Context: an optimization exercise on an open-source flow, tuned for small area, a short achievable clock period and few clock cycles per item. The choices shown serve that exercise and are no tape-out recipe.
At most, simulation tests tie the RTL to the original design; equivalence was not proved.
No activity file was given, so power comes from the tool's default toggle rates.

== before ==
==> flow/design.v (excerpt) <==
module winnow_dec (
    input  wire        clk,
    input  wire        rst,
    input  wire        in_valid,
    output wire        in_ready,
    input  wire [7:0]  in_data,
    input  wire [6:0]  in_n,
    output wire        out_valid,
    input  wire        out_ready,
    output wire [31:0] out_data,
    output wire        out_last
);
    localparam S_HDR  = 2'd0;      
    localparam S_FLAG = 2'd1;      
    localparam S_RAW  = 2'd2;      
    localparam S_BITS = 2'd3;      
    localparam D_CODE = 1'b0;      
    localparam D_ESC  = 1'b1;      
    reg [1:0]  st;
    reg        ds;
    reg [6:0]  n;
    reg [4:0]  kk;
    reg [2:0]  lgk;                
    reg        fc;
    reg [1:0]  mode;
    reg [6:0]  cnt;                
    reg [1:0]  wc;                 
    reg        warm;               
    reg [5:0]  ar;                 
    reg [1:0]  bi;                 
    reg        irdy;               
    reg [511:0] ring;              
    reg [5:0]  s;                  
    reg [7:0]  flag_c;
    reg [31:0] fbuf;               
    reg [1:0]  c2;                 
    reg        fok;                
    reg [39:0] W;                  
    reg [5:0]  bcnt;
    reg        le32;               
    reg [7:0]  ib;                 
    reg        ibv;
    reg        rdyb;               
    reg        more;               
    reg [6:0]  lbr;                
    reg [4:0]  qacc;               
    reg        uv;
    reg [23:0] u;                  
    reg        up1, up2;           
    reg [7:0]  uflag;
    reg        ulast;
    reg        ov;
    reg [31:0] out_word;
    reg        olast;
    reg [23:0] x2;
    wire [23:0] x1 = out_word[31:8];
    assign in_ready  = irdy;
    assign out_valid = ov;
    assign out_data  = out_word;
    assign out_last  = olast;
    wire s2go    = uv && (!ov || out_ready);
    wire s1_free = !uv || s2go;
    wire [7:0] tap     = ring[32*s[5:2] +: 8];
    wire       tap_cur = (s[1:0] == 2'd0);
    wire       flag_ok = fc || fok || tap_cur;
    wire [1:0] fslot   = c2 + s[1:0];
    wire in_hdr  = (st == S_HDR);
    wire in_flag = (st == S_FLAG);
  ...
Settings: LEC_CHECK=0, CAP_MARGIN=20, CORE_MARGIN=2, CORE_UTILIZATION=40, CTS_CLUSTER_DIAMETER=80, CTS_CLUSTER_SIZE=24, SLEW_MARGIN=20, TNS_END_PERCENT=5; clock period 10.0 ns.
standard.sh (not shown) runs the stock make flow with config.mk's settings and CLKGATE_MAP_FILE= SYNTH_SCRIPT=/design/flow/synth_recipe.tcl, a recipe that flattens the netlist after the stock synthesis.
==> flow/flow/run.sh <==
#!/bin/bash
set -euo pipefail
sed "s/CLKGATE_MAP_FILE= /CLKGATE_MAP_FILE= SETUP_SLACK_MARGIN=6.3 'BUFFER_PORTS_ARGS=-buffer_cell sky130_fd_sc_hd__buf_2' /" standard.sh > standard_margin.sh
bash standard_margin.sh > make_flow.log 2>&1
## Diff of input files: after against before
--- a/flow/design.v
+++ b/flow/design.v
@@ -148,36 +148,24 @@
         if (!in_bits)
             wait_bits = 1'b0;
     end
     wire [5:0]  c = (csel == 2'd2) ? 6'd8 : (csel == 2'd1) ? 6'd4 : c_code;
     wire last_code = (cnt == 7'd0);
     wire end_bits  = emit && last_code;
-    wire [39:0] W_ins  = W | (merge ? ({32'd0, ib} << bcnt) : 40'd0);
-    wire [5:0]  bpos   = (ds == D_ESC) ? bcnt - 6'd27 : warm ? bcnt - 6'd24 : bk[5:0];
+    wire        direct = fetch && !ibv && wait_bits;
+    wire [7:0]  ins_b  = ibv ? ib : in_data;
+    wire [39:0] W_ins  = W | ((merge || direct) ? ({32'd0, ins_b} << bcnt) : 40'd0);
+    wire [5:0]  bpos   = bcnt - ar;
     wire [39:0] W_a    = (W >> ar) | (merge ? ({32'd0, ib} << bpos) : 40'd0);
     wire [39:0] W_sh   = (csel == 2'd2) ? (W_ins >> 8) :
                          (csel == 2'd1) ? (W_ins >> 4) : (W_a >> tsel);
-    wire        direct = fetch && !ibv && wait_bits;
-    wire [39:0] W_dir  = {32'd0, in_data} << bcnt;
-    wire [39:0] W_next = go ? W_sh : (direct ? (W_ins | W_dir) : W_ins);
+    wire [39:0] W_next = go ? W_sh : W_ins;
     wire [5:0]  bcnt_m = bcnt + (merge ? 6'd8 : 6'd0);
-    wire [5:0]  xm     = bpos + (merge ? 6'd8 : 6'd0);      
-    wire [5:0]  xm_t   = xm - {4'd0, tsel};
-    reg         le_x;                                     
-    always @(*) begin
-        case (tsel)
-            2'd0:    le_x = !xm[5] || (xm == 6'd32);
-            2'd1:    le_x = !xm[5] || (xm <= 6'd33);
-            2'd2:    le_x = !xm[5] || (xm <= 6'd34);
-            default: le_x = !xm[5] || (xm <= 6'd35);
-        endcase
-    end
-    wire [5:0]  bcnt_g = (csel == 2'd2) ? bcnt_m - 6'd8 : (csel == 2'd1) ? bcnt_m - 6'd4 : xm_t;
-    wire        le32_g = (csel == 2'd2) ? 1'b1 : (csel == 2'd1) ? (bcnt_m <= 6'd36) : le_x;
-    wire [5:0]  bcnt_n = go ? bcnt_g : (direct ? bcnt + 6'd8 : bcnt_m);
-    wire        le32_n = go ? le32_g : (direct ? (bcnt <= 6'd24) : (bcnt_m <= 6'd32));
+    wire [5:0]  bcnt_n = go ? (bcnt_m - c) : (direct ? bcnt + 6'd8 : bcnt_m);
+    wire        le32_n = direct ? (bcnt <= 6'd24) :
+                         ((bcnt_m <= 6'd32) || (go && c >= bcnt_m - 6'd32));
     wire [6:0]  cnt1    = (cnt == 7'd0) ? 7'd0 : cnt - 7'd1;
     wire [10:0] rest_sh = {4'd0, cnt1} << lgk;
     wire [5:0]  rest_lb = (rest_sh[10:6] != 5'd0) ? 6'd63 : rest_sh[5:0];
     wire [6:0]  held    = {1'b0, bcnt} + (ibv ? 7'd8 : 7'd0);
     wire        lb_a0   = held < lbr;
     wire        lb_a1   = (held + 7'd8) < lbr;
Looking only at clock power, and setting everything else aside, the higher value of before and after goes to before. Final cell count (after vs. before) decreases by a few percent. The lower maximum number of pins on one net before global-route repair of before and after is in after. Fraction of the mapped netlist area in compound gates (lower): after. A cell type of the slowest stage on the worst timing path of o21ai_0 is what before shows, while a21oi_2 belongs to after. Looking only at number of filler cells placed in the layout, and setting everything else aside, the higher value of before and after goes to before. Delta (after minus before): floorplan row count now smaller; shortest period the worst path allows went down. Summary — signed area change from the synthesized netlist to the final layout, after relative to before: higher, by 0.59 points. after reports a higher count of inverters other than clock inverters in the layout than before does. From before to after the numbers moved as follows: count of instances resized after the clock tree is built rose by about 20%; clock network fraction of total power fell by 6.0 points. Diff before -> after | combinational group share of total power | increase of 12 points. after against before: final clock period utilization by the worst path saw a decrease; cell area after synthesis decreased 2.2%.
Testbench counts of after, summed over its fixed seeds: cycles 35,752, blocks 320.
No functional check of the RTL was part of before.

-- separate check: timing with driven ports --
No port has a modelled driver above. Below, the same layouts with a new extraction and two added sets of constraints.
Step 1 (the two cells are an assumption about what drives the block):
set clk [get_ports {clk}]
set_driving_cell -lib_cell sky130_fd_sc_hd__clkbuf_16 $clk
set_driving_cell -lib_cell sky130_fd_sc_hd__buf_2 [delete_from_list [all_inputs] $clk]
Step 2, shift: input delay + t, output delay - t, t = (earliest + latest rising clock arrival at the registers) / 2. This alone moves slack from input paths to output paths.
Slacks: no drivers / after step 1 / after step 2; pairs: no drivers / after step 1.
| run | t (ns) | setup slack, ns | worst setup path at the end | worst register clock-pin slew, ns | worst slew at a driven data input, ns |
|---|---|---|---|---|---|
| before | 0.674 | 6.253 / 6.265 / 5.591 | input to register | 0.10 / 0.10 | 0.10 |
| after | 0.668 | 6.280 / 6.268 / 5.600 | input to register | 0.10 / 0.10 | 0.11 |
After both steps every run listed still meets setup and hold. For after, which loses most, drivers alone change the setup slack by -0.012 ns; drivers and shift together by -0.680 ns.
